From an optimization exercise on the open Yosys and OpenROAD flow, aimed at small area; shortcuts taken in it are not production practice. Where RTL was checked, it was by simulation tests only, not by an equivalence proof against the original. No activity file was given, so power comes from the tool's default toggle rates.

== rev 12 ==
==> module uplink_rx, before the edit <==
module uplink_rx (
    input  wire        clk,
    input  wire        rst,           
    input  wire        port_kind,     
    input  wire        sof,           
    input  wire        bit_valid,     
    input  wire        bit_data,
    input  wire [15:0] ov_thr,        
    input  wire [15:0] uv_thr,        
    output reg         frame_done,    
    output wire [1:0]  frame_err,     
    output wire [3:0]  ftype,
    output wire [7:0]  seq,
    output wire [7:0]  len,
    output wire [31:0] status,
    output wire        val_valid,     
    output wire [4:0]  val_idx,
    output wire [15:0] val_data,
    output wire        val_ov,
    output wire        val_uv,
    output wire        val_sus
);
    localparam [31:0] CRC_POLY = 32'h04C1_1DB7;
    localparam [2:0] S_IDLE = 3'b000, S_DEAD = 3'b001, S_HDR = 3'b010,
                     S_PAY = 3'b100, S_STAT = 3'b101, S_CRC = 3'b110;
    reg [2:0]  st;
    reg [8:0]  cnt;         
    reg [4:0]  ph;          
    reg [31:0] crcn;        
    reg [31:0] sr;          
    reg [2:0]  ft_r;        
    reg [7:0]  seq_r;
    reg [2:0]  w_lo;        
    reg        rel_pend, rel_act;
    wire [4:0] ph1 = ph + 5'd1;
    wire [4:0] b   = cnt[4:0];
    wire [3:0] w_r = {!ft_r[2] && !ft_r[0], w_lo};
    wire in_hdr  = (st == S_HDR);
    wire in_pay  = (st == S_PAY);
    wire in_stat = (st == S_STAT);
    wire in_crc  = (st == S_CRC);
    wire [30:0] hs   = crcn[30:0];
    wire [2:0] h_ft  = hs[29:27];
    wire [3:0] h_w   = hs[16:13];
    reg pair_ok;
    always @(*) begin
        case (h_ft)
            3'h0: pair_ok = !port_kind && (h_w == 4'd12);
            3'h1: pair_ok =  port_kind && (h_w == 4'd4);
            3'h2: pair_ok = !port_kind && (h_w == 4'd9);
            3'h3: pair_ok = (h_w >= 4'd1) && (h_w <= 4'd4);
            3'h4: pair_ok = (h_w == 4'd0);
            3'h5: pair_ok = (h_w == 4'd0);
            3'h7: pair_ok = (h_w == 4'd1);
            default: pair_ok = 1'b0;
        endcase
    end
    wire hdr_ok = pair_ok && hs[30] && (hs[18:17] == 2'd0) &&
                  (hs[12:0] == 13'd0) && !bit_data;
    wire hdr_end  = in_hdr && (b == 5'd31);
    wire pay_end  = in_pay && (cnt[8:5] == w_r) && (b == 5'd0);
    wire stat_end = in_stat && (b == 5'd0);
    wire crc_end  = in_crc && (b == 5'd31);
    wire crc_ok = (crcn == 32'd0);
    wire dead   = (st == S_DEAD);
    always @(posedge clk) begin
        if (rst) begin
            st         <= S_IDLE;
            frame_done <= 1'b0;
            rel_pend   <= 1'b0;
            rel_act    <= 1'b0;
        end else begin
            frame_done <= 1'b0;
            if (sof) begin
                st <= S_HDR;
            end else if (bit_valid) begin
                if (hdr_end) begin
                    st <= hdr_ok ? S_PAY : S_DEAD;
                    frame_done <= !hdr_ok;
                end
                if (pay_end)  st <= S_STAT;
                if (stat_end) st <= S_CRC;
                if (crc_end) begin
                    st <= S_IDLE;
                    frame_done <= 1'b1;
                end
            end
            if (frame_done && !dead && crc_ok && (w_r != 4'd0))
                rel_pend <= 1'b1;
            else if (ph == 5'd23)
                rel_pend <= 1'b0;
            if (rel_pend && ph == 5'd23)
                rel_act <= 1'b1;
            else if (ph1 == {w_r, 1'b0})
                rel_act <= 1'b0;
        end
    end
    always @(posedge clk) begin
        ph <= (rst || ph == 5'd23) ? 5'd0 : ph1;
        if (sof)
            cnt <= 9'd480;
        else if (bit_valid)
            cnt <= cnt + 9'd1;
        if (bit_valid)
            crcn <= {crcn[30:0], bit_data ^ !in_hdr} ^ ((!crcn[31] && !in_hdr) ? CRC_POLY : 32'd0);
        if (bit_valid && (in_pay || (in_stat && !stat_end)))
            sr <= {sr[30:0], bit_data};
        if (bit_valid && hdr_end) begin
            ft_r  <= h_ft;
            seq_r <= hs[26:19];
            w_lo  <= h_w[2:0];
        end
    end
    wire       wen = st[2];
    wire [3:0] wj  = cnt[3:0];
    wire [4:0] wi  = cnt[8:4];
    wire       eq0 = (ph == wi);           
    wire       eq1 = (ph1 == wi);          
    wire [3:0] gwe;
    assign gwe[0] = wen && (wj[3:2] == 2'd1) && eq0;
    assign gwe[1] = wen && (wj[3:2] == 2'd2) && eq0;
    assign gwe[2] = wen && (wj[3:2] == 2'd3) && eq0;
    assign gwe[3] = wen && (wj[3:2] == 2'd0) && eq1;
    wire [3:0] src;
    assign src[0] = sr[wj[1:0] + 3'd3];
    assign src[1] = sr[wj[1:0] + 3'd2];
    assign src[2] = sr[wj[1:0] + 3'd1];
    assign src[3] = sr[wj[1:0]];
    genvar l;
    generate
        for (l = 0; l < 16; l = l + 1) begin : lane
            reg [23:0] r;
            always @(posedge clk)
                r <= {r[22:0], gwe[l / 4] ? ~src[l % 4] : r[23]};
            assign val_data[15 - l] = ~r[23];
        end
    endgenerate
    assign val_valid = rel_act;
    assign val_idx   = ph;
    function automatic gt16(input [15:0] a, input [15:0] b);
        integer k;
        reg c;
        begin
            c = 1'b0;
            for (k = 0; k < 16; k = k + 1)
                c = (a[k] & ~b[k]) | ((a[k] | ~b[k]) & c);
            gt16 = c;
        end
    endfunction
    wire cells = w_r[3] & w_r[2];
    assign val_ov  = cells && gt16(val_data, ov_thr);
    assign val_uv  = cells && gt16(uv_thr, val_data);
    assign val_sus = cells && (gt16(val_data, 16'd50000) || sr[25]);
    assign frame_err = {!dead && !crc_ok, dead};
    assign ftype  = {1'b1, ft_r};
    assign seq    = seq_r;
    assign len    = {2'b00, w_r, 2'b00};
    assign status = sr;
endmodule
export LEC_CHECK = 0
export ABC_AREA = 1
export CAP_MARGIN = 20
export CORE_MARGIN = 2
export CORE_UTILIZATION = 80
export PLACE_DENSITY = 0.9
export SLEW_MARGIN = 20
create_clock -name core_clock -period 10.0 [get_ports {clk}]
standard.sh (not shown) runs the stock make flow with config.mk's settings and CLKGATE_MAP_FILE= SYNTH_SCRIPT=/design/flow/synth_recipe.tcl, a recipe that flattens the netlist after the stock synthesis.
==> flow/flow/run.sh <==
#!/bin/bash
# The standard ORFS layout with three changes:
#  - synthesis: the same script (synth_recipe.tcl), but ABC maps with an
#    area-oriented script (flow/area.abc); registers are mapped before ABC
#    and are unchanged;
#  - the port buffers are sky130_fd_sc_hd__buf_1;
#  - CTS clusters sinks under clkbuf_8 buffers, without dummy loads.
set -euo pipefail
W=$PWD
{ head -n 1 synth_recipe.tcl; cat flow/abc_override.tcl; tail -n +2 synth_recipe.tcl; } > flow_synth.tcl
sed "s#SYNTH_SCRIPT=[^ ]*#SYNTH_SCRIPT=$W/flow_synth.tcl#" standard.sh > flow_standard.sh
grep -q "SYNTH_SCRIPT=$W/flow_synth.tcl" flow_standard.sh
export AREA_ABC_SCRIPT=$W/flow/area.abc
export BUFFER_PORTS_ARGS="-buffer_cell sky130_fd_sc_hd__buf_1"
export CTS_ARGS="-sink_clustering_enable -repair_clock_nets -dont_use_dummy_load -sink_clustering_size 16 -sink_clustering_max_diameter 40 -buf_list {sky130_fd_sc_hd__clkbuf_8}"
bash flow_standard.sh > standard.log 2>&1
==> flow/flow/abc_override.tcl <==
# Run ABC with an area-oriented script (flow/area.abc) in place of ORFS's.
proc abc {args} {
  set i [lsearch -exact $args -script]
  if {$i >= 0} { lset args [expr {$i + 1}] $::env(AREA_ABC_SCRIPT) }
  yosys abc {*}$args
}
==> flow/flow/area.abc <==
strash; dc2; dch -f; map -a; mfs2; strash; dch -f; map -a; topo; dnsize -c
Relative to rev 12, the following input files were edited for rev 13:
-- flow/design.v --
<<< rev 12, line 31
    reg [2:0]  ft_r;        
    reg [7:0]  seq_r;
    reg [2:0]  w_lo;        
    reg        rel_pend, rel_act;
    wire [4:0] ph1 = ph + 5'd1;
    wire [4:0] b   = cnt[4:0];
    wire [3:0] w_r = {!ft_r[2] && !ft_r[0], w_lo};
    wire in_hdr  = (st == S_HDR);
    wire in_pay  = (st == S_PAY);
>>> rev 13, line 31
    reg [2:0]  ft_r;        
    reg [7:0]  seq_r;
    reg [3:0]  w_r;         
    reg        rel_pend, rel_act;
    wire [4:0] ph1 = ph + 5'd1;
    wire [4:0] b   = cnt[4:0];
    wire in_hdr  = (st == S_HDR);
    wire in_pay  = (st == S_PAY);
<<< rev 12, line 109
            ft_r  <= h_ft;
            seq_r <= hs[26:19];
            w_lo  <= h_w[2:0];
        end
    end
>>> rev 13, line 108
            ft_r  <= h_ft;
            seq_r <= hs[26:19];
            w_r   <= h_w;
        end
    end
Findings:
The proportion of power drawn by the clock network on rev 13 is in line with that on rev 12. Routed wire length: rev 13 vs rev 12 — no meaningful difference. Vias: rev 13 below rev 12. Re met2 routed wirelength: rev 12 was higher than rev 13. Rev 13 vs. rev 12: worst setup slack after layout shrank by 46 ps, number of placed instances, taps included has decreased. Utilization rev 12 -> rev 13: down. Looking at first-pass iteration count of the detailed router, rev 13 sits 2 below rev 12.

---

The RTL this note starts from:
==> flow/design.v <==
module uplink_rx (
    input  wire        clk,
    input  wire        rst,           
    input  wire        port_kind,     
    input  wire        sof,           
    input  wire        bit_valid,     
    input  wire        bit_data,
    input  wire [15:0] ov_thr,        
    input  wire [15:0] uv_thr,        
    output reg         frame_done,    
    output wire [1:0]  frame_err,     
    output wire [3:0]  ftype,
    output wire [7:0]  seq,
    output wire [7:0]  len,
    output wire [31:0] status,
    output wire        val_valid,     
    output wire [4:0]  val_idx,
    output wire [15:0] val_data,
    output wire        val_ov,
    output wire        val_uv,
    output wire        val_sus
);
    localparam [31:0] CRC_POLY = 32'h04C1_1DB7;
    localparam [2:0] S_IDLE = 3'b000, S_DEAD = 3'b001, S_HDR = 3'b010,
                     S_PAY = 3'b100, S_STAT = 3'b101, S_CRC = 3'b110;
    reg [2:0]  st;
    reg [8:0]  cnt;         
    reg [4:0]  ph;          
    reg [31:0] crc;
    reg [31:0] stat_sr;
    reg [2:0]  ft_sr;       
    reg [7:0]  seq_sr;
    reg [3:0]  w_sr;        
    reg        zbad;        
    reg        rel_pend, rel_act;
    wire [8:0] nxt = cnt + 9'd1;
    wire [4:0] b   = nxt[4:0];
    wire in_hdr  = (st == S_HDR);
    wire in_pay  = (st == S_PAY);
    wire in_stat = (st == S_STAT);
    wire in_crc  = (st == S_CRC);
    reg pair_ok;
    always @(*) begin
        case ({1'b1, ft_sr})
            4'h8: pair_ok = !port_kind && (w_sr == 4'd12);
            4'h9: pair_ok =  port_kind && (w_sr == 4'd4);
            4'hA: pair_ok = !port_kind && (w_sr == 4'd9);
            4'hB: pair_ok = (w_sr >= 4'd1) && (w_sr <= 4'd4);
            4'hC: pair_ok = (w_sr == 4'd0);
            4'hD: pair_ok = (w_sr == 4'd0);
            4'hF: pair_ok = (w_sr == 4'd1);
            default: pair_ok = 1'b0;
        endcase
    end
    wire hdr_ok = pair_ok && !zbad && !bit_data;
    wire hdr_end  = in_hdr && (b == 5'd31);
    wire pay_end  = in_pay && (nxt[8:5] == w_sr) && (b == 5'd0);
    wire stat_end = in_stat && (b == 5'd0);
    wire crc_end  = in_crc && (b == 5'd31);
    wire crc_ok = &crc;
    wire dead   = (st == S_DEAD);
    always @(posedge clk) begin
        if (rst) begin
            st         <= S_IDLE;
            frame_done <= 1'b0;
            rel_pend   <= 1'b0;
            rel_act    <= 1'b0;
        end else begin
            frame_done <= 1'b0;
            if (sof) begin
                st <= S_HDR;
            end else if (bit_valid) begin
                if (hdr_end) begin
                    st <= hdr_ok ? S_PAY : S_DEAD;
                    frame_done <= !hdr_ok;
                end
                if (pay_end)  st <= S_STAT;
                if (stat_end) st <= S_CRC;
                if (crc_end) begin
                    st <= S_IDLE;
                    frame_done <= 1'b1;
                end
            end
            if (frame_done && !dead && crc_ok && (w_sr != 4'd0))
                rel_pend <= 1'b1;
            else if (ph == 5'd23)
                rel_pend <= 1'b0;
            if (rel_pend && ph == 5'd23)
                rel_act <= 1'b1;
            else if (ph == {w_sr, 1'b1} - 5'd2)
                rel_act <= 1'b0;
        end
    end
    always @(posedge clk) begin
        ph <= (rst || ph == 5'd23) ? 5'd0 : ph + 5'd1;
        if (sof)
            cnt <= 9'd479;
        else if (bit_valid)
            cnt <= nxt;
        if (bit_valid) begin
            crc <= {crc[30:0], bit_data ^ in_hdr} ^ ((crc[31] && !in_hdr) ? CRC_POLY : 32'd0);
        end
        if (bit_valid && in_hdr) begin
            if (b <= 5'd11) {ft_sr, seq_sr} <= {ft_sr[1:0], seq_sr, bit_data};
            if (b >= 5'd14 && b <= 5'd17) w_sr <= {w_sr[2:0], bit_data};
        end
        if (sof)
            zbad <= 1'b0;
        else if (bit_valid && in_hdr && (b == 5'd0 ? !bit_data : (b == 5'd12 || b == 5'd13 || b >= 5'd18) && bit_data))
            zbad <= 1'b1;
        if (bit_valid && (in_pay || (in_stat && !stat_end)))
            stat_sr <= {stat_sr[30:0], bit_data};
    end
    wire       wen = st[2];
    wire [3:0] wj  = cnt[3:0];
    wire [4:0] wi  = cnt[8:4];
    wire [4:0] ph1 = ph + 5'd1;
    wire       eq0 = (ph == wi);           
    wire       eq1 = (ph1 == wi);          
    genvar l;
    generate
        for (l = 0; l < 16; l = l + 1) begin : lane
            reg [23:0] r;
            wire [1:0] d = wj[1:0] - l;    
            wire cur  = (wj >= l) && (wj <= l + 3);
            wire prev = (l >= 13) && (wj <= l - 13);
            wire we   = wen && ((cur && eq0) || (prev && eq1));
            always @(posedge clk)
                r <= {r[22:0], we ? ~stat_sr[d] : r[23]};
            assign val_data[15 - l] = ~r[23];
        end
    endgenerate
    assign val_valid = rel_act;
    assign val_idx   = ph;
    function automatic gt16(input [15:0] a, input [15:0] b);
        integer k;
        reg c;
        begin
            c = 1'b0;
            for (k = 0; k < 16; k = k + 1)
                c = (a[k] & ~b[k]) | ((a[k] | ~b[k]) & c);
            gt16 = c;
        end
    endfunction
    wire cells = w_sr[3] & w_sr[2];
    assign val_ov  = cells && gt16(val_data, ov_thr);
    assign val_uv  = cells && gt16(uv_thr, val_data);
    assign val_sus = cells && (gt16(val_data, 16'd50000) || stat_sr[25]);
    assign frame_err = {!dead && !crc_ok, dead};
    assign ftype  = {1'b1, ft_sr};
    assign seq    = seq_sr;
    assign len    = {2'b00, w_sr, 2'b00};
    assign status = stat_sr;
endmodule
clock: 10.0 ns
lec_check: 0
abc_area: 1
cap_margin: 20
core_margin: 2
core_utilization: 80
place_density: 0.9
slew_margin: 20
==> flow/flow/run.sh <==
#!/bin/bash
# The standard ORFS layout with three changes:
#  - synthesis: the same script (synth_recipe.tcl), but ABC maps with an
#    area-oriented script (flow/area.abc); registers are mapped before ABC
#    and are unchanged;
#  - the port buffers are sky130_fd_sc_hd__buf_1;
#  - CTS clusters sinks under clkbuf_8 buffers, without dummy loads.
set -euo pipefail
W=$PWD
{ head -n 1 synth_recipe.tcl; cat flow/abc_override.tcl; tail -n +2 synth_recipe.tcl; } > flow_synth.tcl
sed "s#SYNTH_SCRIPT=[^ ]*#SYNTH_SCRIPT=$W/flow_synth.tcl#" standard.sh > flow_standard.sh
grep -q "SYNTH_SCRIPT=$W/flow_synth.tcl" flow_standard.sh
export AREA_ABC_SCRIPT=$W/flow/area.abc
export BUFFER_PORTS_ARGS="-buffer_cell sky130_fd_sc_hd__buf_1"
export CTS_ARGS="-sink_clustering_enable -repair_clock_nets -dont_use_dummy_load -sink_clustering_size 18 -sink_clustering_max_diameter 40 -buf_list {sky130_fd_sc_hd__clkbuf_8}"
bash flow_standard.sh > standard.log 2>&1
Scripts as last shown in full above: flow/flow/abc_override.tcl, flow/flow/area.abc
Edit:
--- a/flow/design.v
+++ b/flow/design.v
@@ -18,33 +18,34 @@
     output wire [15:0] val_data,
     output wire        val_ov,
     output wire        val_uv,
     output wire        val_sus
 );
     localparam [31:0] CRC_POLY = 32'h04C1_1DB7;
-    localparam [2:0] S_IDLE = 3'b000, S_DEAD = 3'b001, S_HDR = 3'b010,
-                     S_PAY = 3'b100, S_STAT = 3'b101, S_CRC = 3'b110;
+    localparam [2:0] S_IDLE = 3'd0, S_HDR = 3'd1, S_PAY = 3'd2, S_STAT = 3'd3,
+                     S_CRC = 3'd4, S_DEAD = 3'd5;
     reg [2:0]  st;
     reg [8:0]  cnt;         
     reg [4:0]  ph;          
+    reg [3:0]  stg;         
     reg [31:0] crc;
     reg [31:0] stat_sr;
-    reg [2:0]  ft_sr;       
+    reg [3:0]  ft_sr;
     reg [7:0]  seq_sr;
     reg [3:0]  w_sr;        
     reg        zbad;        
     reg        rel_pend, rel_act;
     wire [8:0] nxt = cnt + 9'd1;
     wire [4:0] b   = nxt[4:0];
     wire in_hdr  = (st == S_HDR);
     wire in_pay  = (st == S_PAY);
     wire in_stat = (st == S_STAT);
     wire in_crc  = (st == S_CRC);
     reg pair_ok;
     always @(*) begin
-        case ({1'b1, ft_sr})
+        case (ft_sr)
             4'h8: pair_ok = !port_kind && (w_sr == 4'd12);
             4'h9: pair_ok =  port_kind && (w_sr == 4'd4);
             4'hA: pair_ok = !port_kind && (w_sr == 4'd9);
             4'hB: pair_ok = (w_sr >= 4'd1) && (w_sr <= 4'd4);
             4'hC: pair_ok = (w_sr == 4'd0);
             4'hD: pair_ok = (w_sr == 4'd0);
@@ -95,42 +96,42 @@
         ph <= (rst || ph == 5'd23) ? 5'd0 : ph + 5'd1;
         if (sof)
             cnt <= 9'd479;
         else if (bit_valid)
             cnt <= nxt;
         if (bit_valid) begin
+            stg[nxt[1:0]] <= bit_data;
             crc <= {crc[30:0], bit_data ^ in_hdr} ^ ((crc[31] && !in_hdr) ? CRC_POLY : 32'd0);
         end
         if (bit_valid && in_hdr) begin
-            if (b <= 5'd11) {ft_sr, seq_sr} <= {ft_sr[1:0], seq_sr, bit_data};
+            if (b <= 5'd11) {ft_sr, seq_sr} <= {ft_sr[2:0], seq_sr, bit_data};
             if (b >= 5'd14 && b <= 5'd17) w_sr <= {w_sr[2:0], bit_data};
         end
         if (sof)
             zbad <= 1'b0;
-        else if (bit_valid && in_hdr && (b == 5'd0 ? !bit_data : (b == 5'd12 || b == 5'd13 || b >= 5'd18) && bit_data))
+        else if (bit_valid && in_hdr && (b == 5'd12 || b == 5'd13 || b >= 5'd18) && bit_data)
             zbad <= 1'b1;
         if (bit_valid && (in_pay || (in_stat && !stat_end)))
             stat_sr <= {stat_sr[30:0], bit_data};
     end
-    wire       wen = st[2];
+    wire       wen = in_pay || in_stat || in_crc;
     wire [3:0] wj  = cnt[3:0];
     wire [4:0] wi  = cnt[8:4];
     wire [4:0] ph1 = ph + 5'd1;
     wire       eq0 = (ph == wi);           
     wire       eq1 = (ph1 == wi);          
     genvar l;
     generate
         for (l = 0; l < 16; l = l + 1) begin : lane
             reg [23:0] r;
-            wire [1:0] d = wj[1:0] - l;    
             wire cur  = (wj >= l) && (wj <= l + 3);
             wire prev = (l >= 13) && (wj <= l - 13);
             wire we   = wen && ((cur && eq0) || (prev && eq1));
             always @(posedge clk)
-                r <= {r[22:0], we ? ~stat_sr[d] : r[23]};
-            assign val_data[15 - l] = ~r[23];
+                r <= {r[22:0], we ? stg[l % 4] : r[23]};
+            assign val_data[15 - l] = r[23];
         end
     endgenerate
     assign val_valid = rel_act;
     assign val_idx   = ph;
     function automatic gt16(input [15:0] a, input [15:0] b);
         integer k;
@@ -144,11 +145,11 @@
     endfunction
     wire cells = w_sr[3] & w_sr[2];
     assign val_ov  = cells && gt16(val_data, ov_thr);
     assign val_uv  = cells && gt16(uv_thr, val_data);
     assign val_sus = cells && (gt16(val_data, 16'd50000) || stat_sr[25]);
     assign frame_err = {!dead && !crc_ok, dead};
-    assign ftype  = {1'b1, ft_sr};
+    assign ftype  = ft_sr;
     assign seq    = seq_sr;
     assign len    = {2'b00, w_sr, 2'b00};
     assign status = stat_sr;
 endmodule
After rerunning: Clock-buffer cell count goes up by 1; sequential power barely changes; first-iteration DRC count goes down by about a fifth; total power goes up slightly; via count goes down by a few percent; setup slack gets worse by 120 ps; wire length goes down by a little under a tenth; die area goes up slightly; critical path depth goes up by 1; synthesized area goes up slightly.
No functional check of the RTL was part of any run of this note.

[afterwards: timing with drivers on the ports]
No port has a modelled driver above. Below, the same layouts with a new extraction and two added sets of constraints. Step 1: set_driving_cell puts a clkbuf_16 on clk and a buf_2 on each other input, an assumption about the parent block. Step 2 adds t to the input delays and takes it off the output delays; t is the mean of the earliest and latest rising clock arrival at the registers after step 1. Input paths then give back, and output paths get back, about the clock's delay inside the block. Slacks: ideal / step 1 / step 2; pairs: ideal / step 1.
run	t, ns	slack for setup (ns)	worst hold slack (ns)	worst slew at a driven data input, ns	pins driven straight from the clock port
rev 12	0.575	3.095 / 3.068 / 3.068	0.300 / 0.300 / 0.300	0.05	1
rev 13	0.579	3.049 / 3.001 / 3.001	0.305 / 0.305 / 0.305	0.07	1
the first run of note 2	0.570	3.703 / 3.676 / 3.676	0.295 / 0.295 / 0.295	0.05	1
the second run of note 2	0.576	3.579 / 3.547 / 3.547	0.300 / 0.300 / 0.300	0.10	1
After both steps setup and hold are still met in every run listed. The setup slack of rev 13, which loses most, moves by -0.048 ns with the drivers and by -0.048 ns with both steps.
